Context: an optimization exercise on an open-source flow, tuned for small area, a short achievable clock period and few clock cycles per item. The choices shown serve that exercise and are no tape-out recipe. Function was checked by simulation only, so behaviour that the tests miss may differ from the original.

==> flow/design.v <==
module sbox_top (input wire [7:0] a, output wire [17:0] p);
    wire T1 = a[4] ^ a[7];
    wire T2 = a[2] ^ a[7];
    wire T3 = a[1] ^ a[7];
    wire T4 = a[2] ^ a[4];
    wire T6 = a[1] ^ a[3] ^ a[4] ^ a[7];
    wire T8 = a[0] ^ a[1] ^ a[3] ^ a[4] ^ a[7];
    wire T9 = a[0] ^ a[5] ^ a[6];
    wire T10 = a[1] ^ a[3] ^ a[4] ^ a[5] ^ a[6] ^ a[7];
    wire T13 = a[1] ^ a[2] ^ a[4] ^ a[7];
    wire T14 = a[1] ^ a[2] ^ a[3] ^ a[4] ^ a[6] ^ a[7];
    wire T15 = a[1] ^ a[2] ^ a[3] ^ a[6];
    wire T16 = a[1] ^ a[2] ^ a[3] ^ a[5];
    wire T17 = a[0] ^ a[1] ^ a[2] ^ a[3] ^ a[6];
    wire T19 = a[0] ^ a[4] ^ a[5] ^ a[6];
    wire T20 = a[0] ^ a[5] ^ a[6] ^ a[7];
    wire T22 = a[0] ^ a[1] ^ a[5] ^ a[6];
    wire T23 = a[0] ^ a[1] ^ a[2] ^ a[5] ^ a[6] ^ a[7];
    wire T24 = a[1] ^ a[2] ^ a[3] ^ a[4] ^ a[5] ^ a[6];
    wire T25 = a[1] ^ a[2] ^ a[3] ^ a[5] ^ a[7];
    wire T26 = a[2] ^ a[3] ^ a[5] ^ a[7];
    wire T27 = a[2] ^ a[4] ^ a[5] ^ a[7];
    wire U7 = a[0];
    wire M1 = T13 & T6;
    wire M2 = T23 & T8;
    wire M3 = T14 ^ M1;
    wire M4 = T19 & U7;
    wire M5 = M4 ^ M1;
    wire M6 = T3 & T16;
    wire M7 = T22 & T9;
    wire M8 = T26 ^ M6;
    wire M9 = T20 & T17;
    wire M10 = M9 ^ M6;
    wire M11 = T1 & T15;
    wire M12 = T4 & T27;
    wire M13 = M12 ^ M11;
    wire M14 = T2 & T10;
    wire M15 = M14 ^ M11;
    wire M16 = M3 ^ M2;
    wire M17 = M5 ^ T24;
    wire M18 = M8 ^ M7;
    wire M19 = M10 ^ M15;
    wire M20 = M16 ^ M13;
    wire M21 = M17 ^ M15;
    wire M22 = M18 ^ M13;
    wire M23 = M19 ^ T25;
    wire M24 = M22 ^ M23;
    wire M25 = M22 & M20;
    wire M26 = M21 ^ M25;
    wire M27 = M20 ^ M21;
    wire M28 = M23 ^ M25;
    wire M29 = M28 & M27;
    wire M30 = M26 & M24;
    wire M31 = M20 & M23;
    wire M32 = M27 & M31;
    wire M33 = M27 ^ M25;
    wire M34 = M21 & M22;
    wire M35 = M24 & M34;
    wire M36 = M24 ^ M25;
    wire M37 = M21 ^ M29;
    wire M38 = M32 ^ M33;
    wire M39 = M23 ^ M30;
    wire M40 = M35 ^ M36;
    wire M41 = M38 ^ M40;
    wire M42 = M37 ^ M39;
    wire M43 = M37 ^ M38;
    wire M44 = M39 ^ M40;
    wire M45 = M42 ^ M41;
    wire M46 = M44 & T6;
    wire M47 = M40 & T8;
    wire M48 = M39 & U7;
    wire M49 = M43 & T16;
    wire M50 = M38 & T9;
    wire M51 = M37 & T17;
    wire M52 = M42 & T15;
    wire M53 = M45 & T27;
    wire M54 = M41 & T10;
    wire M55 = M44 & T13;
    wire M56 = M40 & T23;
    wire M57 = M39 & T19;
    wire M58 = M43 & T3;
    wire M59 = M38 & T22;
    wire M60 = M37 & T20;
    wire M61 = M42 & T1;
    wire M62 = M45 & T4;
    wire M63 = M41 & T2;
    assign p = {M63, M62, M61, M60, M59, M58, M57, M56, M55, M54, M53, M52, M51, M50, M49, M48, M47, M46};
endmodule
module sbox_bot (input wire [17:0] p, output wire [7:0] y);
    assign y[0] = ~(p[0] ^ p[2] ^ p[3] ^ p[5] ^ p[12] ^ p[13] ^ p[15] ^ p[16]);
    assign y[1] = ~(p[4] ^ p[5] ^ p[7] ^ p[8] ^ p[12] ^ p[13] ^ p[15] ^ p[16]);
    assign y[2] = p[0] ^ p[2] ^ p[3] ^ p[4] ^ p[7] ^ p[8] ^ p[10] ^ p[11] ^ p[12] ^ p[14] ^ p[15] ^ p[16];
    assign y[3] = p[1] ^ p[2] ^ p[4] ^ p[5] ^ p[9] ^ p[10] ^ p[15] ^ p[16];
    assign y[4] = p[0] ^ p[1] ^ p[3] ^ p[4] ^ p[9] ^ p[10] ^ p[15] ^ p[16];
    assign y[5] = ~(p[0] ^ p[2] ^ p[6] ^ p[8] ^ p[12] ^ p[14] ^ p[15] ^ p[17]);
    assign y[6] = ~(p[0] ^ p[1] ^ p[6] ^ p[7] ^ p[9] ^ p[10] ^ p[15] ^ p[16]);
    assign y[7] = p[3] ^ p[4] ^ p[6] ^ p[7] ^ p[9] ^ p[10] ^ p[15] ^ p[16];
endmodule
module aes_sbox (input wire [7:0] a, output wire [7:0] y);
    wire [17:0] p;
    sbox_top u_t (.a(a), .p(p));
    sbox_bot u_b (.p(p), .y(y));
endmodule
module sbox_dual_top (input wire [7:0] a, input wire [7:0] b, input wire dec, output wire [17:0] p);
    wire T1 = dec ? (b[3] ^ b[4]) : (a[4] ^ a[7]);
    wire T2 = dec ? (~(b[6] ^ b[7])) : (a[2] ^ a[7]);
    wire T3 = dec ? (b[0] ^ b[1] ^ b[3] ^ b[4]) : (a[1] ^ a[7]);
    wire T4 = dec ? (~(b[3] ^ b[4] ^ b[6] ^ b[7])) : (a[2] ^ a[4]);
    wire T6 = dec ? (b[2] ^ b[4] ^ b[5] ^ b[6]) : (a[1] ^ a[3] ^ a[4] ^ a[7]);
    wire T8 = dec ? (~(b[4] ^ b[6] ^ b[7])) : (a[0] ^ a[1] ^ a[3] ^ a[4] ^ a[7]);
    wire T9 = dec ? (~(b[0] ^ b[3] ^ b[4])) : (a[0] ^ a[5] ^ a[6]);
    wire T10 = dec ? (b[0] ^ b[3] ^ b[6] ^ b[7]) : (a[1] ^ a[3] ^ a[4] ^ a[5] ^ a[6] ^ a[7]);
    wire T13 = dec ? (~(b[0] ^ b[1] ^ b[6] ^ b[7])) : (a[1] ^ a[2] ^ a[4] ^ a[7]);
    wire T14 = dec ? (~(b[0] ^ b[1] ^ b[2] ^ b[3] ^ b[6] ^ b[7])) : (a[1] ^ a[2] ^ a[3] ^ a[4] ^ a[6] ^ a[7]);
    wire T15 = dec ? (~(b[0] ^ b[1] ^ b[2] ^ b[4] ^ b[6] ^ b[7])) : (a[1] ^ a[2] ^ a[3] ^ a[6]);
    wire T16 = dec ? (~(b[1] ^ b[3] ^ b[5] ^ b[6])) : (a[1] ^ a[2] ^ a[3] ^ a[5]);
    wire T17 = dec ? (b[0] ^ b[1] ^ b[4] ^ b[5] ^ b[6]) : (a[0] ^ a[1] ^ a[2] ^ a[3] ^ a[6]);
    wire T19 = dec ? (~(b[0] ^ b[1] ^ b[4] ^ b[6])) : (a[0] ^ a[4] ^ a[5] ^ a[6]);
    wire T20 = dec ? (~(b[0] ^ b[1] ^ b[3] ^ b[6])) : (a[0] ^ a[5] ^ a[6] ^ a[7]);
    wire T22 = dec ? (~(b[4] ^ b[6])) : (a[0] ^ a[1] ^ a[5] ^ a[6]);
    wire T23 = dec ? (b[4] ^ b[7]) : (a[0] ^ a[1] ^ a[2] ^ a[5] ^ a[6] ^ a[7]);
    wire T24 = dec ? (~(b[0] ^ b[3])) : (a[1] ^ a[2] ^ a[3] ^ a[4] ^ a[5] ^ a[6]);
    wire T25 = dec ? (~(b[3] ^ b[4] ^ b[5])) : (a[1] ^ a[2] ^ a[3] ^ a[5] ^ a[7]);
    wire T26 = dec ? (~(b[0] ^ b[4] ^ b[5] ^ b[6])) : (a[2] ^ a[3] ^ a[5] ^ a[7]);
    wire T27 = dec ? (~(b[1] ^ b[2] ^ b[3] ^ b[4])) : (a[2] ^ a[4] ^ a[5] ^ a[7]);
    wire U7 = dec ? (~(b[2] ^ b[5] ^ b[7])) : (a[0]);
    wire M1 = T13 & T6;
    wire M2 = T23 & T8;
    wire M3 = T14 ^ M1;
    wire M4 = T19 & U7;
    wire M5 = M4 ^ M1;
    wire M6 = T3 & T16;
    wire M7 = T22 & T9;
    wire M8 = T26 ^ M6;
    wire M9 = T20 & T17;
    wire M10 = M9 ^ M6;
    wire M11 = T1 & T15;
    wire M12 = T4 & T27;
    wire M13 = M12 ^ M11;
    wire M14 = T2 & T10;
    wire M15 = M14 ^ M11;
    wire M16 = M3 ^ M2;
    wire M17 = M5 ^ T24;
    wire M18 = M8 ^ M7;
    wire M19 = M10 ^ M15;
    wire M20 = M16 ^ M13;
    wire M21 = M17 ^ M15;
    wire M22 = M18 ^ M13;
    wire M23 = M19 ^ T25;
    wire M24 = M22 ^ M23;
    wire M25 = M22 & M20;
    wire M26 = M21 ^ M25;
    wire M27 = M20 ^ M21;
    wire M28 = M23 ^ M25;
    wire M29 = M28 & M27;
    wire M30 = M26 & M24;
    wire M31 = M20 & M23;
    wire M32 = M27 & M31;
    wire M33 = M27 ^ M25;
    wire M34 = M21 & M22;
    wire M35 = M24 & M34;
    wire M36 = M24 ^ M25;
    wire M37 = M21 ^ M29;
    wire M38 = M32 ^ M33;
    wire M39 = M23 ^ M30;
    wire M40 = M35 ^ M36;
    wire M41 = M38 ^ M40;
    wire M42 = M37 ^ M39;
    wire M43 = M37 ^ M38;
    wire M44 = M39 ^ M40;
    wire M45 = M42 ^ M41;
    wire M46 = M44 & T6;
    wire M47 = M40 & T8;
    wire M48 = M39 & U7;
    wire M49 = M43 & T16;
    wire M50 = M38 & T9;
    wire M51 = M37 & T17;
    wire M52 = M42 & T15;
    wire M53 = M45 & T27;
    wire M54 = M41 & T10;
    wire M55 = M44 & T13;
    wire M56 = M40 & T23;
    wire M57 = M39 & T19;
    wire M58 = M43 & T3;
    wire M59 = M38 & T22;
    wire M60 = M37 & T20;
    wire M61 = M42 & T1;
    wire M62 = M45 & T4;
    wire M63 = M41 & T2;
    assign p = {M63, M62, M61, M60, M59, M58, M57, M56, M55, M54, M53, M52, M51, M50, M49, M48, M47, M46};
endmodule
module sbox_dual_bot (input wire [17:0] p, input wire dec, output wire [7:0] y);
    assign y[0] = dec ? (p[9] ^ p[11] ^ p[15] ^ p[17]) : (~(p[0] ^ p[2] ^ p[3] ^ p[5] ^ p[12] ^ p[13] ^ p[15] ^ p[16]));
    assign y[1] = dec ? (p[3] ^ p[4] ^ p[6] ^ p[7] ^ p[12] ^ p[13] ^ p[15] ^ p[16]) : (~(p[4] ^ p[5] ^ p[7] ^ p[8] ^ p[12] ^ p[13] ^ p[15] ^ p[16]));
    assign y[2] = dec ? (p[0] ^ p[1] ^ p[4] ^ p[5] ^ p[6] ^ p[8] ^ p[12] ^ p[13] ^ p[15] ^ p[16]) : (p[0] ^ p[2] ^ p[3] ^ p[4] ^ p[7] ^ p[8] ^ p[10] ^ p[11] ^ p[12] ^ p[14] ^ p[15] ^ p[16]);
    assign y[3] = dec ? (p[0] ^ p[2] ^ p[4] ^ p[5] ^ p[6] ^ p[7] ^ p[10] ^ p[11] ^ p[12] ^ p[13] ^ p[15] ^ p[17]) : (p[1] ^ p[2] ^ p[4] ^ p[5] ^ p[9] ^ p[10] ^ p[15] ^ p[16]);
    assign y[4] = dec ? (p[0] ^ p[2] ^ p[6] ^ p[8] ^ p[12] ^ p[13] ^ p[15] ^ p[16]) : (p[0] ^ p[1] ^ p[3] ^ p[4] ^ p[9] ^ p[10] ^ p[15] ^ p[16]);
    assign y[5] = dec ? (p[1] ^ p[2] ^ p[3] ^ p[4] ^ p[6] ^ p[8] ^ p[10] ^ p[11] ^ p[12] ^ p[14] ^ p[15] ^ p[16]) : (~(p[0] ^ p[2] ^ p[6] ^ p[8] ^ p[12] ^ p[14] ^ p[15] ^ p[17]));
    assign y[6] = dec ? (p[1] ^ p[2] ^ p[3] ^ p[4] ^ p[6] ^ p[8] ^ p[9] ^ p[10] ^ p[13] ^ p[14] ^ p[15] ^ p[17]) : (~(p[0] ^ p[1] ^ p[6] ^ p[7] ^ p[9] ^ p[10] ^ p[15] ^ p[16]));
    assign y[7] = dec ? (p[3] ^ p[5] ^ p[6] ^ p[8] ^ p[12] ^ p[13] ^ p[15] ^ p[16]) : (p[3] ^ p[4] ^ p[6] ^ p[7] ^ p[9] ^ p[10] ^ p[15] ^ p[16]);
endmodule
module round_s1 (
    input  wire [127:0] x,
    input  wire         dec,
    output wire [287:0] mid
);
    wire [127:0] sr, isr;
    genvar i;
    generate
        for (i = 0; i < 16; i = i + 1) begin : g_sr
            assign sr[127-8*i -: 8]  = x[127-8*((i%4) + 4*(((i/4) + (i%4)) % 4)) -: 8];
            assign isr[127-8*i -: 8] = x[127-8*((i%4) + 4*(((i/4) + 4 - (i%4)) % 4)) -: 8];
        end
        for (i = 0; i < 16; i = i + 1) begin : g
            sbox_dual_top u (.a(sr[8*i +: 8]), .b(isr[8*i +: 8]), .dec(dec), .p(mid[18*i +: 18]));
        end
    endgenerate
endmodule
module round_s2 (
    input  wire [287:0] mid,
    input  wire         dec,
    input  wire         last,
    input  wire [127:0] k,
    output wire [127:0] y
);
    wire [127:0] ua, mc;
    genvar i;
    generate
        for (i = 0; i < 16; i = i + 1) begin : g_sb
            sbox_dual_bot u (.p(mid[18*i +: 18]), .dec(dec), .y(ua[8*i +: 8]));
        end
        for (i = 0; i < 4; i = i + 1) begin : g_mc
            aes_mixcol_dual u (.a(ua[127-32*i -: 32]), .dec(dec), .y(mc[127-32*i -: 32]));
        end
    endgenerate
    assign y = (last ? ua : mc) ^ k;
endmodule
module aes_xtime (
    input  wire [7:0] a,
    output wire [7:0] y
);
    assign y = {a[6:0], 1'b0} ^ (a[7] ? 8'h1b : 8'h00);
endmodule
module aes_mixcol_dual (
    input  wire [31:0] a,
    input  wire        dec,
    output wire [31:0] y
);
    wire [7:0] a0 = a[31:24];
    wire [7:0] a1 = a[23:16];
    wire [7:0] a2 = a[15:8];
    wire [7:0] a3 = a[7:0];
    wire [7:0] u0, u1, v0, v1;
    aes_xtime x_u0 (.a(a0 ^ a2), .y(u0));
    aes_xtime x_u1 (.a(u0), .y(u1));
    aes_xtime x_v0 (.a(a1 ^ a3), .y(v0));
    aes_xtime x_v1 (.a(v0), .y(v1));
    wire [7:0] p = dec ? u1 : 8'h00;
    wire [7:0] q = dec ? v1 : 8'h00;
    wire [7:0] b0 = a0 ^ p;
    wire [7:0] b1 = a1 ^ q;
    wire [7:0] b2 = a2 ^ p;
    wire [7:0] b3 = a3 ^ q;
    wire [7:0] x0, x1, x2, x3;
    aes_xtime u_x0 (.a(b0), .y(x0));
    aes_xtime u_x1 (.a(b1), .y(x1));
    aes_xtime u_x2 (.a(b2), .y(x2));
    aes_xtime u_x3 (.a(b3), .y(x3));
    assign y[31:24] = x0 ^ x1 ^ b1 ^ b2 ^ b3;
    assign y[23:16] = b0 ^ x1 ^ x2 ^ b2 ^ b3;
    assign y[15:8]  = b0 ^ b1 ^ x2 ^ x3 ^ b3;
    assign y[7:0]   = x0 ^ b0 ^ b1 ^ b2 ^ x3;
endmodule
module aes_mixcol (
    input  wire [31:0] a,
    output wire [31:0] y
);
    wire [7:0] a0 = a[31:24];
    wire [7:0] a1 = a[23:16];
    wire [7:0] a2 = a[15:8];
    wire [7:0] a3 = a[7:0];
    wire [7:0] x0, x1, x2, x3;
    aes_xtime u_x0 (.a(a0), .y(x0));
    aes_xtime u_x1 (.a(a1), .y(x1));
    aes_xtime u_x2 (.a(a2), .y(x2));
    aes_xtime u_x3 (.a(a3), .y(x3));
    assign y[31:24] = x0 ^ x1 ^ a1 ^ a2 ^ a3;
    assign y[23:16] = a0 ^ x1 ^ x2 ^ a2 ^ a3;
    assign y[15:8]  = a0 ^ a1 ^ x2 ^ x3 ^ a3;
    assign y[7:0]   = x0 ^ a0 ^ a1 ^ a2 ^ x3;
endmodule
module eround_s1 (
    input  wire [127:0] x,
    output wire [287:0] mid
);
    genvar i;
    generate
        for (i = 0; i < 16; i = i + 1) begin : g
            sbox_top u (.a(x[8*i +: 8]), .p(mid[18*i +: 18]));
        end
    endgenerate
endmodule
module eround_s2 (
    input  wire [287:0] mid,
    input  wire         last,
    input  wire [127:0] k,
    output wire [127:0] sb,
    output wire [127:0] y
);
    wire [127:0] sr, mc;
    genvar i;
    generate
        for (i = 0; i < 16; i = i + 1) begin : g_sb
            sbox_bot u (.p(mid[18*i +: 18]), .y(sb[8*i +: 8]));
        end
        for (i = 0; i < 16; i = i + 1) begin : g_sr
            assign sr[127-8*i -: 8] = sb[127-8*((i%4) + 4*(((i/4) + (i%4)) % 4)) -: 8];
        end
        for (i = 0; i < 4; i = i + 1) begin : g_mc
            aes_mixcol u (.a(sr[127-32*i -: 32]), .y(mc[127-32*i -: 32]));
        end
    endgenerate
    assign y = (last ? sr : mc) ^ k;
endmodule
module aes_inv_mixcol (
    input  wire [31:0] a,
    output wire [31:0] y
);
    wire [7:0] u0, u1, v0, v1;
    aes_xtime x_u0 (.a(a[31:24] ^ a[15:8]), .y(u0));
    aes_xtime x_u1 (.a(u0), .y(u1));
    aes_xtime x_v0 (.a(a[23:16] ^ a[7:0]), .y(v0));
    aes_xtime x_v1 (.a(v0), .y(v1));
    aes_mixcol u_m (.a(a ^ {u1, v1, u1, v1}), .y(y));
endmodule
module key_step_a (
    input  wire [255:0] k,
    input  wire         inv,
    input  wire         rot,
    output wire [71:0]  p
);
    wire [31:0] w   = inv ? k[159:128] : k[31:0];
    wire [31:0] sin = rot ? {w[23:0], w[31:24]} : w;
    sbox_top u_s0 (.a(sin[31:24]), .p(p[71:54]));
    sbox_top u_s1 (.a(sin[23:16]), .p(p[53:36]));
    sbox_top u_s2 (.a(sin[15:8]),  .p(p[35:18]));
    sbox_top u_s3 (.a(sin[7:0]),   .p(p[17:0]));
endmodule
module key_step_sub (
    input  wire [71:0] p,
    output wire [31:0] s
);
    sbox_bot u_s0 (.p(p[71:54]), .y(s[31:24]));
    sbox_bot u_s1 (.p(p[53:36]), .y(s[23:16]));
    sbox_bot u_s2 (.p(p[35:18]), .y(s[15:8]));
    sbox_bot u_s3 (.p(p[17:0]),  .y(s[7:0]));
endmodule
module key_step_next (
    input  wire [255:0] k,
    input  wire [31:0]  s,
    input  wire         inv,
    input  wire [7:0]   rcon,
    output wire [255:0] kn
);
    wire [31:0] w0 = k[255:224];
    wire [31:0] w1 = k[223:192];
    wire [31:0] w2 = k[191:160];
    wire [31:0] w3 = k[159:128];
    wire [31:0] w4 = k[127:96];
    wire [31:0] w5 = k[95:64];
    wire [31:0] w6 = k[63:32];
    wire [31:0] w7 = k[31:0];
    wire [31:0] t  = s ^ {rcon, 24'h0};
    wire [31:0] c1 = w0 ^ w1;
    wire [31:0] c2 = c1 ^ w2;
    wire [31:0] c3 = c2 ^ w3;
    wire [31:0] n0 = w0 ^ t;
    wire [31:0] n1 = c1 ^ t;
    wire [31:0] n2 = c2 ^ t;
    wire [31:0] n3 = c3 ^ t;
    wire [31:0] p0 = w4 ^ t;
    wire [31:0] p1 = w5 ^ w4;
    wire [31:0] p2 = w6 ^ w5;
    wire [31:0] p3 = w7 ^ w6;
    assign kn = inv ? {p0, p1, p2, p3, k[255:128]} : {k[127:0], n0, n1, n2, n3};
endmodule
module xts_line_engine (
    input  wire         clk,
    input  wire         rst,
    input  wire         in_valid,
    output wire         in_ready,
    input  wire         in_decrypt,
    input  wire [255:0] in_key1,
    input  wire [255:0] in_key2,
    input  wire [39:0]  in_line,
    input  wire [47:0]  in_gen,
    input  wire [511:0] in_data,
    output wire         out_valid,
    input  wire         out_ready,
    output wire [511:0] out_data
);
    function automatic [127:0] bswap128(input [127:0] x);
        integer b;
        begin
            for (b = 0; b < 16; b = b + 1)
                bswap128[8*b +: 8] = x[8*(15-b) +: 8];
        end
    endfunction
    function automatic [255:0] bswap256(input [255:0] x);
        integer b;
        begin
            for (b = 0; b < 32; b = b + 1)
                bswap256[8*b +: 8] = x[8*(31-b) +: 8];
        end
    endfunction
    function automatic [127:0] mul_a(input [127:0] t);
        mul_a = {t[126:0], 1'b0} ^ {120'h0, (t[127] ? 8'h87 : 8'h00)};
    endfunction
    function automatic [127:0] mul_ainv(input [127:0] u);
        reg [127:0] v;
        begin
            v = u ^ {120'h0, (u[0] ? 8'h87 : 8'h00)};
            mul_ainv = {u[0], v[127:1]};
        end
    endfunction
    function automatic [7:0] rcon_of(input [3:0] i);
        rcon_of = i[0] ? 8'h00 : (8'h01 << i[3:1]);
    endfunction
    reg  [4:0]   dcnt;       
    reg  [4:0]   tcnt;       
    reg          has_n;      
    reg          t_done;     
    reg          d_valid;    
    reg          out_full;   
    reg          wr1;        
    reg          ld1;        
    reg          in_rdy;
    reg          n_dec;      
    reg          d_dec;      
    reg          go;         
    reg          en;         
    reg          ldsel;      
    reg          dec1;       
    reg          last2;      
    reg          en_b, ldsel_b, dec1_b, last2_b, dec2_b;
    reg  [511:0] buffer;     
    reg  [511:0] obuf;       
    reg  [255:0] k1c;        
    reg  [255:0] k1n;        
    reg  [255:0] k2;         
    reg  [127:0] tc;         
    reg  [127:0] tr2;        
    reg  [287:0] tr1;        
    reg  [3:0]   ks_i;       
    reg  [71:0]  kc1;        
    reg  [3:0]   kc_i;
    reg  [127:0] rk0;        
    assign in_ready  = in_rdy;
    assign out_valid = out_full;
    assign out_data  = obuf;
    wire acc  = in_valid & in_rdy;
    wire take = out_full & out_ready;
    wire d0   = (dcnt == 5'd0);
    wire ldn  = go & has_n;
    wire wr   = go & d_valid;
    wire tact = has_n & ~t_done;
    wire [4:0] dcnt_n     = d0 ? {4'd0, go} : ((dcnt == 5'd27) ? 5'd0 : dcnt + 5'd1);
    wire       d0_n       = (dcnt_n == 5'd0);
    wire       has_n_n    = acc | (has_n & ~ldn);
    wire       t_done_n   = ~(acc | ldn) & (t_done | (tact & (tcnt == 5'd27)));
    wire       d_valid_n  = go ? has_n : d_valid;
    wire       out_full_n = wr1 | (out_full & ~take);
    wire       n_dec_n    = in_rdy ? in_decrypt : n_dec;
    wire       d_dec_n    = ldn ? n_dec : d_dec;
    wire       go_n       = d0_n & ~out_full_n &
                            ((has_n_n & t_done_n) | (d_valid_n & ~has_n_n));
    always @(posedge clk) begin
        en_b    <= ~d0_n | go_n;
        ldsel_b <= (dcnt_n[4:1] == 4'd0);
        dec1_b  <= d0_n ? n_dec_n : d_dec_n;
        last2_b <= d0_n | (dcnt_n == 5'd27);
        dec2_b  <= d_dec_n;
    end
    always @(posedge clk) begin
        if (rst) begin
            dcnt     <= 5'd0;
            tcnt     <= 5'd0;
            has_n    <= 1'b0;
            t_done   <= 1'b0;
            d_valid  <= 1'b0;
            out_full <= 1'b0;
            wr1      <= 1'b0;
            ld1      <= 1'b0;
            in_rdy   <= 1'b1;
            n_dec    <= 1'b0;
            d_dec    <= 1'b0;
            go       <= 1'b0;
            en       <= 1'b0;
            ldsel    <= 1'b1;
            dec1     <= 1'b0;
            last2    <= 1'b1;
        end else begin
            dcnt     <= dcnt_n;
            has_n    <= has_n_n;
            t_done   <= t_done_n;
            d_valid  <= d_valid_n;
            out_full <= out_full_n;
            wr1      <= wr;
            ld1      <= ldn;
            in_rdy   <= ~has_n_n | go_n;
            n_dec    <= n_dec_n;
            d_dec    <= d_dec_n;
            go       <= go_n;
            en       <= ~d0_n | go_n;
            ldsel    <= (dcnt_n[4:1] == 4'd0);
            dec1     <= d0_n ? n_dec_n : d_dec_n;
            last2    <= d0_n | (dcnt_n == 5'd27);
            if (acc)
                tcnt <= 5'd1;
            else if (tact)
                tcnt <= tcnt + 5'd1;
        end
    end
    wire [127:0] tweak_in = bswap128({40'h0, in_gen, in_line});
    wire [255:0] key1_in  = bswap256(in_key1);
    wire [255:0] key2_in  = bswap256(in_key2);
    wire [3:0]   ks_idx = tcnt[4:1];
    wire         ks_rot = ~ks_idx[0];
    wire [31:0]  k2_w   = ks_rot ? {k2[23:0], k2[31:24]} : k2[31:0];
    wire [31:0]  k1n_w  = ks_rot ? {k1n[23:0], k1n[31:24]} : k1n[31:0];
    wire [127:0] te_x   = in_rdy  ? (tweak_in ^ key2_in[255:128]) :
                          tcnt[0] ? {tr2[127:64], k1n_w, k2_w} : tr2;
    wire [287:0] te_mid;
    wire [127:0] te_sb, te_y;
    eround_s1 u_te1 (.x(te_x), .mid(te_mid));
    eround_s2 u_te2 (.mid(tr1), .last(tcnt == 5'd27), .k(k2[127:0]), .sb(te_sb), .y(te_y));
    wire [255:0] k2_next, k1n_next;
    key_step_next u_kn2 (.k(k2),  .s(te_sb[31:0]),  .inv(1'b0), .rcon(rcon_of(ks_i)), .kn(k2_next));
    key_step_next u_kn1 (.k(k1n), .s(te_sb[63:32]), .inv(1'b0), .rcon(rcon_of(ks_i)), .kn(k1n_next));
    wire [127:0] tn = bswap128(tr2);
    always @(posedge clk) begin
        tr1  <= te_mid;
        ks_i <= ks_idx;
        if (tact & tcnt[0])
            tr2 <= te_y;
        else if (go)
            tr2 <= bswap128(mul_a(tn));
        if (in_rdy) begin
            k2  <= key2_in;
            k1n <= key1_in;
        end else begin
            if (tact & ~tcnt[0])
                k2 <= k2_next;
            if (tact & ~tcnt[0] & n_dec)
                k1n <= k1n_next;
        end
    end
    wire [127:0] k1c_hi = k1c[255:128];
    wire [127:0] k1c_hi_imc;
    genvar c;
    generate
        for (c = 0; c < 4; c = c + 1) begin : g_kimc
            aes_inv_mixcol u (.a(k1c_hi[127-32*c -: 32]), .y(k1c_hi_imc[127-32*c -: 32]));
        end
    endgenerate
    wire [127:0] rk2 = d_dec ? (last2 ? k1c_hi : k1c_hi_imc) : k1c[127:0];
    always @(posedge clk)
        rk0 <= n_dec ? k1n[127:0] : k1n[255:128];
    wire [127:0] tn2 = mul_a(mul_a(tn));
    wire [127:0] tc2 = mul_a(mul_a(tc));
    wire [127:0] r2_0, r2_1;
    wire [127:0] res0 = bswap128(r2_0) ^ tc;
    wire [127:0] res1 = bswap128(r2_1) ^ tc2;
    data_unit u_d0 (
        .clk(clk), .en(en), .ldsel(ldsel),
        .ld(bswap128(obuf[255:128]) ^ (bswap128(tn) ^ rk0)),
        .dec1(dec1), .dec2(d_dec), .last2(last2), .rk(rk2), .r2(r2_0)
    );
    data_unit u_d1 (
        .clk(clk), .en(en_b), .ldsel(ldsel_b),
        .ld(bswap128(obuf[511:384]) ^ (bswap128(tn2) ^ rk0)),
        .dec1(dec1_b), .dec2(dec2_b), .last2(last2_b), .rk(rk2), .r2(r2_1)
    );
    wire [3:0]   kc_q   = dcnt[4:1];
    wire [3:0]   kc_idx = d_dec ? (4'd12 - kc_q) : kc_q;
    wire [71:0]  kc_p;
    wire [31:0]  kc_s;
    wire [255:0] k1c_next;
    key_step_a    u_kca (.k(k1c), .inv(d_dec), .rot(~kc_idx[0]), .p(kc_p));
    key_step_sub  u_kcs (.p(kc1), .s(kc_s));
    key_step_next u_kcn (.k(k1c), .s(kc_s), .inv(d_dec), .rcon(rcon_of(kc_i)), .kn(k1c_next));
    always @(posedge clk) begin
        kc1  <= kc_p;
        kc_i <= kc_idx;
        if (ldn)
            k1c <= k1n;
        else if (~dcnt[0] & ~d0)
            k1c <= k1c_next;
        if (go)
            tc <= mul_a(tc);
        else if (ld1)
            tc <= mul_ainv(tn);
    end
    always @(posedge clk)
        if (in_rdy)
            buffer <= in_data;
    wire pre_ld = go_n & has_n_n;    
    always @(posedge clk) begin
        if (wr) begin
            obuf[127:0]   <= res0;
            obuf[383:256] <= res1;
        end
        if (pre_ld) begin
            obuf[255:128] <= buffer[127:0];
            obuf[511:384] <= buffer[383:256];
        end else if (ldn) begin
            obuf[255:128] <= buffer[255:128];
            obuf[511:384] <= buffer[511:384];
        end else if (wr1) begin
            obuf[255:128] <= res0;
            obuf[511:384] <= res1;
        end
    end
endmodule
module data_unit (
    input  wire         clk,
    input  wire         en,
    input  wire         ldsel,
    input  wire [127:0] ld,
    input  wire         dec1,
    input  wire         dec2,
    input  wire         last2,
    input  wire [127:0] rk,
    output reg  [127:0] r2
);
    reg  [287:0] r1;
    wire [287:0] mid;
    wire [127:0] y;
    round_s1 u_s1 (.x(ldsel ? ld : r2), .dec(dec1), .mid(mid));
    round_s2 u_s2 (.mid(r1), .dec(dec2), .last(last2), .k(rk), .y(y));
    always @(posedge clk) begin
        if (en) begin
            r1 <= mid;
            r2 <= y;
        end
    end
endmodule
==> flow/flow/run.sh <==
#!/bin/bash
# Layout flow: the standard flow (standard.sh), with the standard
# synthesis run first and unchanged, then the layout steps with:
#  - the port buffers (every input and output still gets one) made from
#    sky130_fd_sc_hd__buf_2 instead of the default choice.
# Each make run's output goes to its own log file here.
set -euo pipefail
MARGIN=$(cat flow/setup_margin.txt)
bash standard.sh synth > synth.log 2>&1
bash standard.sh SETUP_SLACK_MARGIN=$MARGIN "BUFFER_PORTS_ARGS=-buffer_cell sky130_fd_sc_hd__buf_2" finish > layout.log 2>&1
==> flow/flow/setup_margin.txt <==
6.0
==> flow/standard.sh <==
#!/bin/bash
# synth_recipe.tcl (not shown) runs the flow's synth.tcl, then flattens the netlist and writes it again
# the make line also repeats each setting of config.mk as NAME=value (left out here)
make -C /OpenROAD-flow-scripts/flow DESIGN_CONFIG=/design/flow/config.mk WORK_HOME=/design/flow/orfs CLKGATE_MAP_FILE= SYNTH_SCRIPT=/design/flow/synth_recipe.tcl "${@:-finish}"
==> flow/config.mk <==
export PLATFORM = sky130hd
export DESIGN_NAME = xts_line_engine
export DESIGN_NICKNAME = xts_line_engine
export VERILOG_FILES = /design/flow/design.v
export SDC_FILE = /design/flow/constraint.sdc
export NUM_CORES = 8
export LEC_CHECK = 0
export CAP_MARGIN = 30
export CORE_MARGIN = 2
export CORE_UTILIZATION = 42
export PLACE_DENSITY = 0.6
export SLEW_MARGIN = 30
export TNS_END_PERCENT = 0
==> flow/constraint.sdc <==
create_clock -name core_clock -period 10.0 [get_ports {clk}]
set_input_delay 2.0000 -clock core_clock [delete_from_list [all_inputs] [get_ports {clk}]]
set_output_delay 2.0000 -clock core_clock [all_outputs]
set_load 0.01 [all_outputs]
==> results.yml, run 1 <==
sta:
  timing.final.setup_violations: 0
  finalCritPeriodShare_pct: 45.5
  min_period_ns: 4.55
  maxSlewViolCount: 0
  rsz0062_at_grt: "true"
  fin_skew_ns: 0.152
  max_slew.worst_pin.slew_ns: 1.14
  hold_viol: 0
  finalSetupTns_ns: 0
  slew_headroom_pct: 21.7
  fmax_mhz: 220
  fin_ws_ns: 5.45
  whs_ns: 0.308
clocking:
  cts_buffers: 404
  cts.path.max_buffers: 4
  cts-root-buf: "clkbuf_16"
  clock_sinks: 3405
  cts_tree: "done"
  clk_pin_slew_worst_paths_ns: 0.06
  htree_levels: 5
  clk_latency_ns: 1.20
critical_path:
  reg2reg_slack_ns: 5.45
  critPathArrivalTime_ns: 5.58
  r2r_cells: 13
  critPathRequiredTime_ns: 11.03
  critPathLaunchType: "register"
  crit_type: "reg2reg"
  end_kind: "register"
  cp_cell_sequence: "mux2i_1, a211oi_1, a21o_1, xor2_2, a211oi_1, a21oi_1, xnor2_1, xnor2_1, xnor2_2, buf_4, or2_2, o22ai_1, nor2_1"
  r2r_start: "k1n[4]$_DFFE_PP_"
  critPathMaxFanout: 10
  cp-endpoint: "tr1[90]$_DFF_P_"
  max_stage_delay_ns: 0.98
  worstReg2RegEnd: "tr1[90]$_DFF_P_"
  crit_path_top_delay_cell: "edfxtp_1"
  startpoint: "k1n[4]$_DFFE_PP_"
route:
  drtAntennaViolNets: 0
  drt_wl_total_um: 1390000
  via_count: 217000
  drt_first_iter_violations: 30700
  wire_per_inst_um: 37.4
  viasPerCell: 5.83
  drc_errors: 0
  drt-pass1-iter-count: 8
yosys:
  synth_top_family_by_area: "XOR/XNOR gates"
  yosys.area_share.simple_pct: 8.08
  synth_area_leaders: "edfxtp_1 (33%), xnor2_1 (19%), xor2_1 (8.6%)"
  yosysUniqueCellTypes: 112
  synthesis.nets: 26000
  syn_area_per_cell_um2: 10.7
  synth_edf_count: 2880
  ys_async_sr_fraction_pct: 0
  synth_fa_ha_area_share_pct: 0.0879
  synth_area_mm2: 0.265
  synth_top_area_share_pct: 32.7
  yosys.area.top_type: "edfxtp_1"
  synth-compound-area-share_pct: 8.18
  ys.flop_type: "edfxtp_1"
  synthMuxAreaShare_pct: 8.03
  synthXorXnorAreaFrac_pct: 36.8
  synth_warnings: 2
  synth_seq_cells: 3405
  postSynthCellCount: 24800
  seq_area_frac_synth_pct: 36.6
floorplan:
  fp.coreArea_mm2: 0.628
  die_h_um: 798
  core.rowCount: 291
  die_x_um: 798
  io-pin-count: 1631
  die-area_mm2: 0.637
  start_util_pct: 42.2
outcome:
  status: "timing/DRC/antenna clean"
placed_design:
  pre_cts_slack_ns: 3.38
  dpl_cell_area_mm2: 0.286
  hpwl_um: 1100000
  io_buffers: 1630
  gp_congestion: 1.07
global_route:
  grt_pass1_wl_um: 1770000
  grt.total_usage_pct: 41.3
  grt_start_max_net_pins: 199
  grt_pass1_vias: 194000
  grt_overflow_total: 0
  antenna_found_initial: 329
job:
  maxCapViolations: 0
finish:
  syn_to_final_growth_pct: 26.2
  fin_nets: 29000
  nFillCells: 55400
  drive_gt1_share_pct: 27.3
  fin_area_mm2: 0.334
hold_path:
  hp-class: "reg2reg"
  min_path_cells: 0
-- synthesized netlist by cell type, drive strengths merged, types with 56 or more instances --
cell type and count:
nand2 1899, o211ai 188, mux2i 1136, nand3 140, buf 391, dfxtp 525
o21a 83, inv 181, edfxtp 2880, o21ai 1441, nand2b 190, and2 151
mux2 680, xnor2 5953, xor2 2651, or2 80, a211oi 255, xnor3 536
nor2 2031, clkbuf 811, a21o 63, nor2b 147, o22ai 111, xor3 338
a21oi 1058, and3 56, nor3 159, a31oi 60
-- cells in the final DEF (no fill, tap or decap), drive strengths merged, types with 26 or more instances in the layout --
cell type  netlist  layout
mux4            35      35
o32ai           26      26
a21oi         1058    1058
nand2b         190     190
mux2           680     680
or3             35      35
diode            0     600
xnor2         5953    5961
a22oi           38      38
bufinv           0      37
nor2          2031    2031
nand3b          34      34
o21a            83      83
nor3           159     159
o31ai           43      43
and2           151     151
xnor3          536     541
inv            181     217
a21boi          43      43
clkinvlp         0      29
xor3           338     340
o211ai         188     188
o22ai          111     111
nor3b           54      54
nor2b          147     147
dfxtp          525     525
or2             80      80
mux2i         1136    1136
a211oi         255     255
nand3          140     140
clkinv           2     149
a31oi           60      60
o21ai         1441    1441
clkbuf         811     538
nand2         1899    1900
edfxtp        2880    2880
a21o            63      63
xor2          2651    2652
buf            391    3818
and3            56      56
-- through the flow --
stage	instances	utilization, %
after global routing	37000	53.2
after CTS	35700	50.1
final	37200	53.2
after global placement	34200	45.3
after detailed placement	34200	45.5
after floorplan	24800	-
-- cell type report --
type | instances | area (µm²) | share of cell area, %
inverter | 183 | 764 | 0.229
tap | 8350 | 10400 | 3.12
sequential | 3405 | 97100 | 29.0
timing repair inverter | 1 | 11.3 | 0.00337
multi-input combinational | 20100 | 180000 | 53.8
clock inverter | 248 | 2870 | 0.858
antenna | 600 | 1500 | 0.449
clock buffer | 514 | 11300 | 3.37
timing repair buffer | 3859 | 30500 | 9.11
-- per-layer routing --
layer	up-vias	routed length [µm]	global-route usage, %
li1	92000	-	-
met1	108000	485000	49.4
met2	13900	569000	58.7
met3	3297	163000	11.8
met4	92	174000	40.6
met5	-	605	0
-- how the worst min path moves through the flow --
stage | start | end | slack (ns)
floorplan | tcnt[4]$_SDFFE_PP0P_ | ks_i[3]$_DFF_P_ | 0.37
global placement | tcnt[4]$_SDFFE_PP0P_ | ks_i[3]$_DFF_P_ | 0.38
detailed placement | tcnt[4]$_SDFFE_PP0P_ | ks_i[3]$_DFF_P_ | 0.38
CTS | tcnt[3]$_SDFFE_PP0P_ | ks_i[2]$_DFF_P_ | 0.31
global route | tcnt[3]$_SDFFE_PP0P_ | ks_i[2]$_DFF_P_ | 0.33
finish | tcnt[3]$_SDFFE_PP0P_ | ks_i[2]$_DFF_P_ | 0.31
-- logic make-up after synthesis --
kind of cell / Yosys count
fa+ha+maj: 22
buf+inv: 1385
xor+xnor: 9478
compound gates: 3667
mux: 1851
flops: 3405
simple gates: 5023
-- worst max-delay path, delay by kind of cell (launching register included) --
family                    cells  cell delay (ns)
and+or+nand+nor               2             0.39
xor gates and xnor gates      4             1.04
muxes                         1             0.35
DFF                           1             0.98
AOI/OAI and AO/OA             5             1.46
buffers and inverters         1             0.19
-- registers in the layout, indices dropped and copies added, names as in the netlist, 128 cells and up --
| name | count |
|---|---|
| tc | 128 |
| tr2 | 128 |
| u_d0.r2 | 128 |
| tr1 | 288 |
| buffer | 512 |
| u_d1.r2 | 128 |
| obuf | 512 |
| k1n | 256 |
| u_d1.r1 | 288 |
| k2 | 256 |
| u_d0.r1 | 288 |
| k1c | 256 |
| rk0 | 128 |
-- what timing repair did --
| action | 4_1_cts | 5_1_grt |
|---|---|---|
| gates cloned | 28 | 33 |
| gates resized for setup | 1056 | 1444 |
| hold buffers | 0 | 0 |
| endpoints found under the setup margin | 2307 | 1888 |
| buffers inserted | 623 | 926 |
| pin swaps | 118 | 381 |
Testbench counts, summed over its fixed seeds: cycles 7,416, lines 256.
==> run 2: changes to the inputs <==
--- a/flow/config.mk
+++ b/flow/config.mk
@@ -7,7 +7,7 @@
 export LEC_CHECK = 0
 export CAP_MARGIN = 30
 export CORE_MARGIN = 2
-export CORE_UTILIZATION = 42
+export CORE_UTILIZATION = 45
 export PLACE_DENSITY = 0.6
 export SLEW_MARGIN = 30
 export TNS_END_PERCENT = 0
==> run 2 against run 1 <==
Critical path type unchanged. Non-clock buffer count down 633. Clock-buffer cell count down 11. Critical endpoint is now u_d0.r1[40]$_DFFE_PP_. Global-route usage up 2.8 points. Still clean. Worst hold slack better by 0.098 ns. Highest routed layer unchanged. Final cell count down 3.1%.
==> results.yml, run 2 <==
yosys:
  synth_top_area_share_pct: 32.7
  yosys.area.top_type: "edfxtp_1"
  synth_seq_cells: 3405
  synthTopCellsByCount: "xnor2_1 (5,768), edfxtp_1 (2,880), xor2_1 (2,602), nor2_1 (2,028), nand2_1 (1,898)"
  postSynthCellCount: 24800
  synth_area_leaders: "edfxtp_1 (33%), xnor2_1 (19%), xor2_1 (8.6%)"
  seq_area_frac_synth_pct: 36.6
  ys.flop_type: "edfxtp_1"
  synth_warnings: 2
  synth_edf_count: 2880
  ys_async_sr_fraction_pct: 0
  syn_area_per_cell_um2: 10.7
  yosysUniqueCellTypes: 112
  synthesis.nets: 26000
  synth_area_mm2: 0.265
  synth.most_common_cell: "xnor2_1"
critical_path:
  critPathRequiredTime_ns: 10.82
  startpoint: "tr2[49]$_DFFE_PP_"
  crit_path_top_delay_cell: "xnor3_2"
  r2r_cells: 14
  cp_cell_sequence: "buf_6, xor3_1, mux2i_1, buf_4, xnor2_2, xnor2_2, xnor2_1, o32ai_4, xnor2_2, xnor3_2, and2b_1, mux2i_1, o22a_1, a211oi_1"
  r2r_start: "tr2[49]$_DFFE_PP_"
  reg2reg_slack_ns: 5.31
  crit_top_cell: "xnor2_2"
  critPathLaunchType: "register"
  crit_type: "reg2reg"
  worstReg2RegEnd: "u_d0.r1[40]$_DFFE_PP_"
  cp-endpoint: "u_d0.r1[40]$_DFFE_PP_"
  critPathMaxFanout: 11
  max_stage_delay_ns: 0.53
  critPathArrivalTime_ns: 5.51
  end_kind: "register"
clocking:
  cts_tree: "done"
  clk_pin_slew_worst_paths_ns: 0.07
  htree_levels: 5
  cts.path.max_buffers: 4
  clk_latency_ns: 1.15
  cts-root-buf: "clkbuf_16"
  clock_sinks: 3405
  cts_buffers: 402
  ctsHoldBuffers: 0
finish:
  fin_cells: 36100
  final_common_cell: "xnor2_1"
  drive_gt1_share_pct: 23.6
  fin_nets: 28400
  reg_top3: "buffer: 512 flops, obuf: 512 flops"
  syn_to_final_growth_pct: 21.7
  nFillCells: 51400
  mostFrequentLayoutCells: "xnor2_1 (5,187), edfxtp_1 (2,880), xor2_1 (2,274)"
floorplan:
  die_h_um: 771
  io-pin-count: 1631
  core.rowCount: 281
  fp.coreArea_mm2: 0.586
  start_util_pct: 45.2
  die_x_um: 771
  die-area_mm2: 0.595
outcome:
  status: "timing/DRC/antenna clean"
hold_path:
  hp-class: "reg2reg"
  worstHoldStart: "tcnt[4]$_SDFFE_PP0P_"
global_route:
  grt.total_usage_pct: 44.1
  antenna_found_initial: 331
  grt_pass1_vias: 195000
  grt_start_max_net_pins: 219
  grt_overflow_total: 0
  grt_pass1_wl_um: 1760000
route:
  wire_per_inst_um: 37.8
  drtAntennaViolNets: 0
  drc_errors: 0
  via_count: 213000
  drt-pass1-iter-count: 8
  viasPerCell: 5.92
  drt_first_iter_violations: 30100
  drt_wl_total_um: 1360000
sta:
  timing.final.setup_violations: 0
  hold_viol: 0
  finalCritPeriodShare_pct: 46.9
  max_slew.worst_pin.slew_ns: 1.28
  slew_headroom_pct: 13.9
  min_period_ns: 4.69
  maxSlewViolCount: 0
  fmax_mhz: 213
  fin_skew_ns: 0.129
  rsz0062_at_grt: "true"
  finalSetupTns_ns: 0
job:
  maxCapViolations: 0
placed_design:
  io_buffers: 1630
  gp_congestion: 1.11
  hpwl_um: 1080000
  place_inst: 33700
## run 2: cell counts after synthesis
Identical to the previous run, type by type.
## run 2: metal layers
layer	up-vias	part of all wire, %	global-route usage (%)
li1	90800	-	-
met1	106000	36	53.7
met2	13400	40	59.9
met3	3133	12	14.2
met4	112	12	44.3
met5	-	0.068	0.0644
## run 2: final cells by class
| type | instances | area (µm²) | share of cell area, % |
|---|---|---|---|
| antenna | 656 | 1640 | 0.509 |
| clock buffer | 503 | 10900 | 3.38 |
| sequential | 3405 | 97100 | 30.1 |
| inverter | 183 | 732 | 0.227 |
| clock inverter | 253 | 3080 | 0.957 |
| timing repair buffer | 3226 | 24500 | 7.60 |
| multi-input combinational | 20100 | 175000 | 54.2 |
| timing repair inverter | 1 | 8.76 | 0.00272 |
| tap | 7782 | 9740 | 3.02 |
## run 2: timing repair
action / 4_1_cts / 5_1_grt
setup endpoints to repair: 2237 / 2040
resized for setup: 1316 / 308
cloned: 29 / 7
pin swaps: 172 / 72
buffers inserted: 789 / 163
## run 2: how the worst min path moves through the flow
stage                            endpoint  slack [ns]  cells past startpoint
after global routing      ks_i[3]$_DFF_P_        0.42                      0
final                     ks_i[3]$_DFF_P_        0.41                      0
after CTS                 ks_i[3]$_DFF_P_        0.40                      0
after floorplan           ks_i[3]$_DFF_P_        0.37                      0
after detailed placement  ks_i[3]$_DFF_P_        0.39                      0
after global placement    ks_i[3]$_DFF_P_        0.38                      0
## run 2: cells by family (layout without fill, tap and decap cells)
group	count (synthesis)	after routing	synth area share, %
other	0	656	0
DFF	3405	3405	36.6
adders and majority gates	22	22	0.0879
muxes	1851	1851	8.03
buffers and inverters	1385	4166	2.25
AOI/OAI and AO/OA	3667	3667	8.18
xor gates and xnor gates	9478	9485	36.8
and+or+nand+nor	5023	5026	8.08
## run 2: metrics by stage
step	area, µm²	hold slack (ns)	util (%)	worst slack (ns)
floorplan	265000	0.371	-	2.18
global placement	284000	0.385	48.4	3.09
detailed placement	285000	0.391	48.6	3.18
CTS	317000	0.400	54.0	5.53
global route	322000	0.421	54.9	5.30
finish	322000	0.406	55.0	5.31
## run 2: worst max-delay path, delay by kind of cell, from the launching register on
family / cells / cell delay (ns)
and+or+nand+nor: 1 / 0.28
xor gates and xnor gates: 6 / 1.97
DFF: 1 / 0.34
muxes: 2 / 0.31
buffers and inverters: 2 / 0.61
AOI/OAI and AO/OA: 3 / 0.80
==> run 3: changes to the inputs <==
--- a/flow/config.mk
+++ b/flow/config.mk
@@ -8,6 +8,6 @@
 export CAP_MARGIN = 30
 export CORE_MARGIN = 2
 export CORE_UTILIZATION = 45
-export PLACE_DENSITY = 0.6
+export PLACE_DENSITY = 0.5
 export SLEW_MARGIN = 30
 export TNS_END_PERCENT = 0
==> run 3 against run 2 <==
Routed wire length is 1.5% higher. First-iteration DRC count decreased by 2.8%. Still clean. Setup slack worse by 0.020 ns. Largest cell class unchanged. Maximum frequency down 0.43%. Via count up 0.14%. Core utilization is 1.1 points higher. Clock-buffer cell count up 24. Critical path type unchanged. Final area grew 2.0%. Global-route usage grew 0.82 points. Critical endpoint is now obuf[449]$_DFFE_PP_.
==> results.yml, run 3 <==
route:
  viasPerCell: 5.85
  drc_errors: 0
  wire_per_inst_um: 37.9
  drt-pass1-iter-count: 6
  via_count: 214000
  drtAntennaViolNets: 0
  drt_wl_total_um: 1380000
  drt_first_iter_violations: 29300
yosys:
  synthesis.nets: 26000
  ys_async_sr_fraction_pct: 0
  synth_edf_count: 2880
  postSynthCellCount: 24800
  syn_area_per_cell_um2: 10.7
  synth_warnings: 2
  synth_top_area_share_pct: 32.7
  synth_seq_cells: 3405
  synth_area_mm2: 0.265
  yosysUniqueCellTypes: 112
  synth.most_common_cell: "xnor2_1"
  synth_area_leaders: "edfxtp_1 (33%), xnor2_1 (19%), xor2_1 (8.6%)"
  seq_area_frac_synth_pct: 36.6
  synthTopCellsByCount: "xnor2_1 (5,768), edfxtp_1 (2,880), xor2_1 (2,602), nor2_1 (2,028), nand2_1 (1,898)"
  ys.flop_type: "edfxtp_1"
  yosys.area.top_type: "edfxtp_1"
finish:
  fin_nets: 28700
  syn_to_final_growth_pct: 24.1
  final_common_cell: "xnor2_1"
  mostFrequentLayoutCells: "xnor2_1 (5,050), edfxtp_1 (2,880), xor2_1 (2,228)"
  fin_area_mm2: 0.329
  multi_input_area_mm2: 0.177
  drive_gt1_share_pct: 25.6
  reg_top3: "buffer: 512 flops, obuf: 512 flops"
  nFillCells: 51600
  seq_area_mm2: 0.0971
sta:
  min_period_ns: 4.71
  rsz0062_at_grt: "true"
  fin_skew_ns: 0.132
  finalSetupTns_ns: 0
  timing.final.setup_violations: 0
  maxSlewViolCount: 0
  slew_headroom_pct: 16.3
  hold_viol: 0
  finalCritPeriodShare_pct: 47.1
  max_slew.worst_pin.slew_ns: 1.25
  fmax_mhz: 212
floorplan:
  core.rowCount: 281
  die-area_mm2: 0.595
  start_util_pct: 45.2
  fp.coreArea_mm2: 0.586
  die_x_um: 771
  die_h_um: 771
  io-pin-count: 1631
global_route:
  grt_pass1_wl_um: 1790000
  antenna_found_initial: 313
  grt.total_usage_pct: 44.9
  grt_start_max_net_pins: 223
  grt_pass1_vias: 197000
  grt_overflow_total: 0
critical_path:
  critPathRequiredTime_ns: 10.77
  critPathLaunchType: "register"
  end_kind: "register"
  crit_type: "reg2reg"
  critPathArrivalTime_ns: 5.49
  critPathMaxFanout: 134
outcome:
  status: "timing/DRC/antenna clean"
placed_design:
  gp_congestion: 1.11
  dpl_cell_area_mm2: 0.285
  io_buffers: 1630
  hpwl_um: 1100000
clocking:
  ctsHoldBuffers: 0
  cts_tree: "done"
  clock_sinks: 3405
  cts-root-buf: "clkbuf_16"
  clk_latency_ns: 1.13
  htree_levels: 5
  cts.path.max_buffers: 4
  clk_pin_slew_worst_paths_ns: 0.07
  cts_buffers: 409
hold_path:
  hp-class: "reg2reg"
job:
  maxCapViolations: 0
==> run 3: cell counts after synthesis <==
No cell type changed its count.
==> run 3: worst paths after layout <==
check / startpoint / to / slack, ns / depth (start not counted)
max: dcnt[1]$_SDFF_PP0_ / obuf[449]$_DFFE_PP_ / 5.29 / 12
min: tcnt[4]$_SDFFE_PP0P_ / ks_i[3]$_DFF_P_ / 0.46 / 0
max reg2reg: dcnt[1]$_SDFF_PP0_ / obuf[449]$_DFFE_PP_ / 5.29 / 12
min reg2reg: tcnt[4]$_SDFFE_PP0P_ / ks_i[3]$_DFF_P_ / 0.46 / 0
==> run 3: what timing repair did <==
item / 4_1_cts / 5_1_grt
resized for setup: 2008 / 163
pin swaps: 357 / 43
hold endpoints to repair: 0 / 0
setup endpoints to repair: 2296 / 1936
setup buffers: 1188 / 81
cloned: 37 / 3
==> run 3: final cells by class <==
| cell class | count | share of cell area [%] |
|---|---|---|
| diodes | 753 | 0.573 |
| clock buffers | 527 | 3.38 |
| repair buffers | 3569 | 8.50 |
| flip-flops and latches | 3405 | 29.5 |
| well taps | 7782 | 2.96 |
| multi-input cells | 20100 | 54.0 |
| repair inverters | 1 | 0.00266 |
| clock inverters | 249 | 0.870 |
| inverters | 183 | 0.223 |
==> run 3: logic make-up after synthesis <==
kind of cell	count (synthesis)	synth area share, %
XOR/XNOR	9478	36.8
AND/OR/NAND/NOR	5023	8.08
AO/OA/AOI/OAI	3667	8.18
flip-flops	3405	36.6
multiplexers	1851	8.03
buffers and inverters	1385	2.25
adder cells (fa/ha/maj)	22	0.0879
==> run 3: through the flow <==
stage          worst slack [ns]  instances  util (%)  hold slack [ns]
2_1_floorplan              2.18      24800         -            0.371
3_3_place_gp               3.35      33700      48.5            0.384
3_5_place_dp               3.49      33700      48.7            0.395
4_1_cts                    5.71      35700      55.4            0.443
5_1_grt                    5.41      36300      56.0            0.450
6_report                   5.29      36500      56.1            0.459
==> run 3: critical path, stage by stage (launching register included) <==
cell and delay (ns):
dfxtp_4 0.56, buf_4 0.19, inv_1 0.05, ha_1 0.35, nor4_1 0.27, o21ai_0 0.14, a21oi_2 0.44, nand3_2 0.39
or2_4 0.47, buf_12 0.24, buf_12 0.39, nor2_1 0.28, a21oi_1 0.08
==> run 3: routing by layer <==
layer	track usage [%]	vias up	wire length (µm)
li1	-	91500	-
met1	55.8	107000	511000
met2	63.6	12600	569000
met3	12.6	2689	152000
met4	40.1	106	150000
met5	0.113	-	837
==> run 4: changes to the inputs <==
--- a/flow/config.mk
+++ b/flow/config.mk
@@ -7,7 +7,7 @@
 export LEC_CHECK = 0
 export CAP_MARGIN = 30
 export CORE_MARGIN = 2
-export CORE_UTILIZATION = 45
-export PLACE_DENSITY = 0.5
+export CORE_UTILIZATION = 48
+export PLACE_DENSITY = 0.58
 export SLEW_MARGIN = 30
 export TNS_END_PERCENT = 0
==> run 4 against run 3 <==
Still clean. Core utilization rose by 4.2 points. Via count rose by 0.82%. Clock-buffer cell count fell by 22. Register-to-register slack improved by 0.11 ns. Clock skew fell by 0.034 ns. Global-route usage rose by 1.6 points. Non-clock buffer count rose by 188. Synthesized area did not move. Setup slack improved by 0.11 ns.
==> results.yml, run 4 <==
outcome:
  status: "timing/DRC/antenna clean"
finish:
  drive_gt1_share_pct: 26.9
  final_common_cell: "xnor2_1"
  mostFrequentLayoutCells: "xnor2_1 (4,957), edfxtp_1 (2,880), xor2_1 (2,225)"
  seq_area_mm2: 0.0971
  nFillCells: 46200
  fin_nets: 28900
  fin_util_pct: 60.3
  multi_input_area_mm2: 0.180
  reg_top3: "buffer: 512 flops, obuf: 512 flops"
  syn_to_final_growth_pct: 25.1
clocking:
  clock_sinks: 3405
  clk_pin_slew_worst_paths_ns: 0.07
  htree_levels: 5
  cts.path.max_buffers: 4
  ctsHoldBuffers: 0
  cts_buffers: 397
  clk_latency_ns: 1.12
  cts-root-buf: "clkbuf_16"
  cts_tree: "done"
sta:
  max_slew.worst_pin.slew_ns: 1.28
  fin_skew_ns: 0.0983
  timing.final.setup_violations: 0
  maxSlewViolCount: 0
  slew_headroom_pct: 14.4
  rsz0062_at_grt: "true"
  finalCritPeriodShare_pct: 46.1
  hold_viol: 0
  min_period_ns: 4.61
  finalSetupTns_ns: 0
  fmax_mhz: 217
yosys:
  ys_async_sr_fraction_pct: 0
  yosysUniqueCellTypes: 112
  synth_edf_count: 2880
  synthMuxAreaShare_pct: 8.03
  synth_fa_ha_area_share_pct: 0.0879
  synth_warnings: 2
  synth.most_common_cell: "xnor2_1"
  synth_seq_cells: 3405
  synth-compound-area-share_pct: 8.18
  ys.flop_type: "edfxtp_1"
  synthXorXnorAreaFrac_pct: 36.8
  yosys.area.top_type: "edfxtp_1"
  postSynthCellCount: 24800
  synth_area_leaders: "edfxtp_1 (33%), xnor2_1 (19%), xor2_1 (8.6%)"
  synthesis.nets: 26000
  yosys.area_share.simple_pct: 8.08
  synth_top_family_by_area: "XOR/XNOR gates"
  synth_area_mm2: 0.265
  seq_area_frac_synth_pct: 36.6
  synth_top_area_share_pct: 32.7
  synthTopCellsByCount: "xnor2_1 (5,768), edfxtp_1 (2,880), xor2_1 (2,602), nor2_1 (2,028), nand2_1 (1,898)"
  syn_area_per_cell_um2: 10.7
critical_path:
  max_stage_delay_ns: 0.53
  startpoint: "dcnt[1]$_SDFF_PP0_"
  worstReg2RegEnd: "obuf[191]$_DFFE_PP_"
  worst-path-buf-inv: 3
  cp-endpoint: "obuf[191]$_DFFE_PP_"
  cp_cell_sequence: "buf_4, ha_1, a31oi_1, nor2_1, nor2_1, a21oi_2, nand3_1, or2_4, buf_12, buf_12, nor2_2, a21oi_1"
  reg2reg_slack_ns: 5.39
  critPathRequiredTime_ns: 10.76
  r2r_start: "dcnt[1]$_SDFF_PP0_"
  crit_type: "reg2reg"
  critPathMaxFanout: 168
  critPathLaunchType: "register"
  path_depth: 12
  crit_path_top_delay_cell: "dfxtp_4"
  r2r_cells: 12
  end_kind: "register"
  cp_top_family: "simple AND/OR/NAND/NOR gates"
  critPathArrivalTime_ns: 5.37
route:
  wire_per_inst_um: 37.4
  via_count: 215000
  drt_first_iter_violations: 30300
  drc_errors: 0
  drtAntennaViolNets: 0
  drt_wl_total_um: 1350000
  drt-pass1-iter-count: 7
  viasPerCell: 5.97
floorplan:
  start_util_pct: 48.2
  io-pin-count: 1631
  fp.coreArea_mm2: 0.549
  core.rowCount: 272
  die_h_um: 747
  die-area_mm2: 0.558
  die_x_um: 747
global_route:
  grt_pass1_wl_um: 1760000
  antenna_found_initial: 287
  grt_pass1_vias: 198000
  grt_overflow_total: 0
  grt.total_usage_pct: 46.6
  grt_start_max_net_pins: 169
hold_path:
  hp-class: "reg2reg"
  worstHoldStart: "tcnt[4]$_SDFFE_PP0P_"
job:
  maxCapViolations: 0
placed_design:
  gp_congestion: 1.06
  hpwl_um: 1070000
  io_buffers: 1630
## run 4: cell types whose count changed in the layout (fill, tap and decap cells not counted), moves of 15 or more
cell	delta
diode_2	-85
xnor3_1	-15
o21ai_0	-32
buf_6	+26
xnor2_1	-93
xnor2_4	+50
mux2i_4	+21
xor2_2	-15
xnor2_2	+44
buf_4	+148
xor2_4	+17
## run 4: worst register-to-register path: cells and delay by family (launching register included)
family	cells	cell delay, ns
fa+ha+maj	1	0.33
flops	1	0.53
buf+inv	3	1.08
simple gates	5	1.70
compound gates	3	0.62
## run 4: kinds of logic after synthesis
kind of cell / Yosys count
fa+ha+maj: 22
flops: 3405
buf+inv: 1385
simple gates: 5023
mux: 1851
compound gates: 3667
xor+xnor: 9478
## run 4: cell type report
| type | count | area share, % |
|---|---|---|
| repair inverters | 1 | 0.00264 |
| well taps | 7261 | 2.74 |
| inverters | 183 | 0.224 |
| flip-flops and latches | 3405 | 29.3 |
| clock buffers | 505 | 3.23 |
| multi-input cells | 20000 | 54.2 |
| clock inverters | 240 | 0.780 |
| repair buffers | 3757 | 8.99 |
| diodes | 668 | 0.505 |
## run 4: per-layer routing
layer	global-route usage, %	vias to the layer above	share of wire, %
li1	-	91800	-
met1	57.0	107000	36
met2	65.4	13600	41
met3	14.2	3086	12
met4	43.0	112	11
met5	0.120	-	0.092
## run 4: how the worst min path moves through the flow
stage                            to  slack (ns)  cells past startpoint
floorplan           ks_i[3]$_DFF_P_        0.37                      0
global placement    ks_i[3]$_DFF_P_        0.39                      0
detailed placement  ks_i[3]$_DFF_P_        0.39                      0
CTS                 ks_i[3]$_DFF_P_        0.40                      0
global route        ks_i[3]$_DFF_P_        0.42                      0
finish              ks_i[3]$_DFF_P_        0.41                      0
## run 4: through the flow
stage          hold slack [ns]  std cells  cell area (µm²)  setup slack [ns]
2_1_floorplan            0.371      24800           265000              2.18
3_3_place_gp             0.388      33100           283000              3.29
5_1_grt                  0.416      35900           331000              5.48
4_1_cts                  0.404      35000           323000              5.72
6_report                 0.411      36100           331000              5.39
3_5_place_dp             0.392      33100           284000              3.40
## run 4: repair_timing
item / CTS / global route
pin swaps: 320 / 210
gates resized for setup: 2073 / 530
buffers inserted: 1103 / 376
setup endpoints to repair: 1816 / 1670
gates cloned: 43 / 4

separate check: timing with driven ports:
No port has a modelled driver above. Below, the same layouts with a new extraction and two added sets of constraints. Step 1, drivers: a clkbuf_16 drives clk and a buf_2 each remaining input, both assumed. Step 2 adds t to the input delays and takes it off the output delays; t is the mean of the earliest and latest rising clock arrival at the registers after step 1. Input paths then give back, and output paths get back, about the clock's delay inside the block. Slacks: ideal / step 1 / step 2; pairs: ideal / step 1.
run | shift t [ns] | setup slack, ns | worst setup path at the end | worst register clock-pin slew, ns | worst slew at a driven data input, ns
run 1 | 1.266 | 5.447 / 5.392 / 4.412 | input to register | 0.08 / 0.08 | 0.38
run 2 | 1.251 | 5.307 / 5.307 / 4.219 | input to register | 0.08 / 0.08 | 0.35
run 3 | 1.201 | 5.287 / 5.287 / 4.284 | input to register | 0.07 / 0.07 | 0.37
run 4 | 1.220 | 5.393 / 5.393 / 4.405 | input to register | 0.08 / 0.08 | 0.41
After both steps every run listed still meets setup and hold. The setup slack of run 2, which loses most, moves by 0.000 ns with the drivers and by -1.088 ns with both steps.
